Context: an optimization exercise on an open-source flow, tuned for small area and a short achievable clock period. The choices shown serve that exercise and are no tape-out recipe.
Only simulation tests tie the RTL to the original design; equivalence was not proved.

==> flow/design.v (excerpt) <==
module ocosh_mdu (
    input  wire        clk,
    input  wire        rst,
    input  wire        start,
    input  wire [4:0]  op,
    input  wire [31:0] a,
    input  wire [31:0] b,
    input  wire        ct,
    output wire        ready,
    output reg         done,
    output wire [31:0] result,
    output wire        dv,
    output wire        sat
);
Size: roughly 4900 cells after synthesis, roughly 180 flip-flops, ~110 I/O pins, about 0.032 mm² of cells after synthesis.
Settings: LEC_CHECK=0, ABC_AREA=1, CAP_MARGIN=20, CORE_MARGIN=2, CORE_UTILIZATION=40, SLEW_MARGIN=20; clock period 11.0 ns.
standard.sh (not shown) runs the stock make flow with config.mk's settings and CLKGATE_MAP_FILE= SYNTH_SCRIPT=/design/flow/synth_recipe.tcl, a recipe that flattens the netlist after the stock synthesis.
==> flow/flow/run.sh <==
#!/bin/bash
# Standard layout (the standard.sh, unchanged synthesis), with the port
# buffers made from sky130_fd_sc_hd__buf_4 instead of the cell buffer_ports
# picks by itself.
set -euo pipefail
export BUFFER_PORTS_ARGS="-buffer_cell sky130_fd_sc_hd__buf_4"
bash standard.sh > standard.log 2>&1
Then changed:
--- a/flow/config.mk
+++ b/flow/config.mk
@@ -10,3 +10,4 @@
 export CORE_MARGIN = 2
-export CORE_UTILIZATION = 40
+export CORE_UTILIZATION = 25
+export PLACE_DENSITY = 0.38
 export SLEW_MARGIN = 20
=> Wire length goes up by 15%. Via count goes down by 2.0%. Global-route usage goes down by 9.8 points. Count of clock-buffer cells in the layout does not change. Design area goes up by 2.2%. Cell count goes up by 10%. Hold slack stays flat. Utilization goes down by 16 points. Worst setup slack got worse by 0.11 ns.
Then changed:
--- a/flow/config.mk
+++ b/flow/config.mk
@@ -10,4 +10,4 @@
 export CORE_MARGIN = 2
-export CORE_UTILIZATION = 25
-export PLACE_DENSITY = 0.38
+export CORE_UTILIZATION = 32
+export PLACE_DENSITY = 0.48
 export SLEW_MARGIN = 20
=> Non-clock buffer count decreases by 7; core utilization increases by 7.4 points; via count increases by 1.5%; wire length decreases by 8.9%; final area decreases by 1.3%; die area decreases by 22%; worst setup slack improved by 0.44 ns; global-route usage increases by 4.1 points; clock-buffer cell count increases by 1.

========
Setup of alpha:
Another version of the RTL of ocosh_mdu (not shown whole).
Size: roughly 4,700 cells after synthesis, ~0.030 mm² of cells after synthesis.
export LEC_CHECK = 0
export ABC_AREA = 1
export CAP_MARGIN = 20
export CORE_MARGIN = 2
export CORE_UTILIZATION = 32
export PLACE_DENSITY = 0.48
export SLEW_MARGIN = 20
create_clock -name core_clock -period 11.0 [get_ports {clk}]
Scripts as last shown in full above: flow/flow/run.sh
alpha finished all stages; the layout is clean.
Here is what was changed in the inputs of beta compared with alpha.
-- flow/config.mk --
<<< alpha, line 10
export CORE_MARGIN = 2
export CORE_UTILIZATION = 32
export PLACE_DENSITY = 0.48
export SLEW_MARGIN = 20
>>> beta, line 10
export CORE_MARGIN = 2
export CORE_UTILIZATION = 40
export SLEW_MARGIN = 20
==> results.txt <==
rb[27] as the critical path startpoint was reported by beta, and rb[29] by alpha.
From alpha to beta the numbers moved as follows: largest net degree at the start of global routing saw an increase, logic depth of the worst register-to-register path decreased by about 13% relative to the old numbers.
Run comparison: beta topmost layer with routed signal wires met4; alpha topmost layer with routed signal wires met5
alpha ended up with ph[13] as its capture point of the critical path; beta ended up with ph[19].

========
RTL: one of the versions met above, not the one the previous note started from.
For scale: roughly 4900 cells after synthesis, ~180 flip-flops, about 110 I/O pins, ~0.032 sq mm of cells after synthesis.
Design ocosh_mdu, start of the top module:
module ocosh_mdu (
    input  wire        clk,
    input  wire        rst,
    input  wire        start,
    input  wire [4:0]  op,
    input  wire [31:0] a,
    input  wire [31:0] b,
    input  wire        ct,
    output wire        ready,
    output reg         done,
    output wire [31:0] result,
    output wire        dv,
    output wire        sat
);
clock: 11.0 ns
lec_check: 0
abc_area: 1
cap_margin: 20
core_margin: 2
core_utilization: 32
place_density: 0.44
slew_margin: 20
Scripts as last shown in full above: flow/flow/run.sh
==> next run, changes <==
--- a/flow/config.mk
+++ b/flow/config.mk
@@ -11,2 +11,2 @@
-export CORE_UTILIZATION = 32
-export PLACE_DENSITY = 0.44
+export CORE_UTILIZATION = 36
+export PLACE_DENSITY = 0.52
After rerunning: Clock skew barely changes. Final cell count decreases by a few percent. Non-clock buffer count decreases by 1. Synthesized area does not change. Final area decreases slightly.

==> what the ideal ports hide <==
The flow's constraints put no driver on any port. The routed layouts listed below were extracted and timed again, unchanged, in two steps.
Step 1: set_driving_cell puts a clkbuf_16 on clk and a buf_2 on each other input, an assumption about the parent block.
Step 2 moves the port delays by t, midway between the first and last clock arrival at a register: inputs arrive t later, outputs are due t later. That takes back most of the time a late clock gives input paths.
Three values: no drivers, after step 1, after step 2; two values: the first two.
run | t, ns | setup slack, ns | hold slack, ns
the first run of note 1 | 0.583 | 3.581 / 3.581 / 3.328 | 0.478 / 0.478 / 0.478
the second run of note 1 | 0.631 | 3.473 / 3.473 / 3.177 | 0.478 / 0.478 / 0.478
the third run of note 1 | 0.588 | 3.912 / 3.912 / 3.413 | 0.482 / 0.482 / 0.482
alpha | 0.571 | 3.300 / 3.300 / 2.778 | 0.512 / 0.512 / 0.512
beta | 0.548 | 3.118 / 3.118 / 2.802 | 0.481 / 0.481 / 0.481
the first run of note 3 | 0.594 | 3.453 / 3.453 / 3.207 | 0.465 / 0.465 / 0.465
the second run of note 3 | 0.588 | 3.493 / 3.493 / 3.334 | 0.481 / 0.481 / 0.481
After both steps setup and hold are still met in every run listed. The setup slack of alpha, which loses most, moves by 0.000 ns with the drivers and by -0.522 ns with both steps.
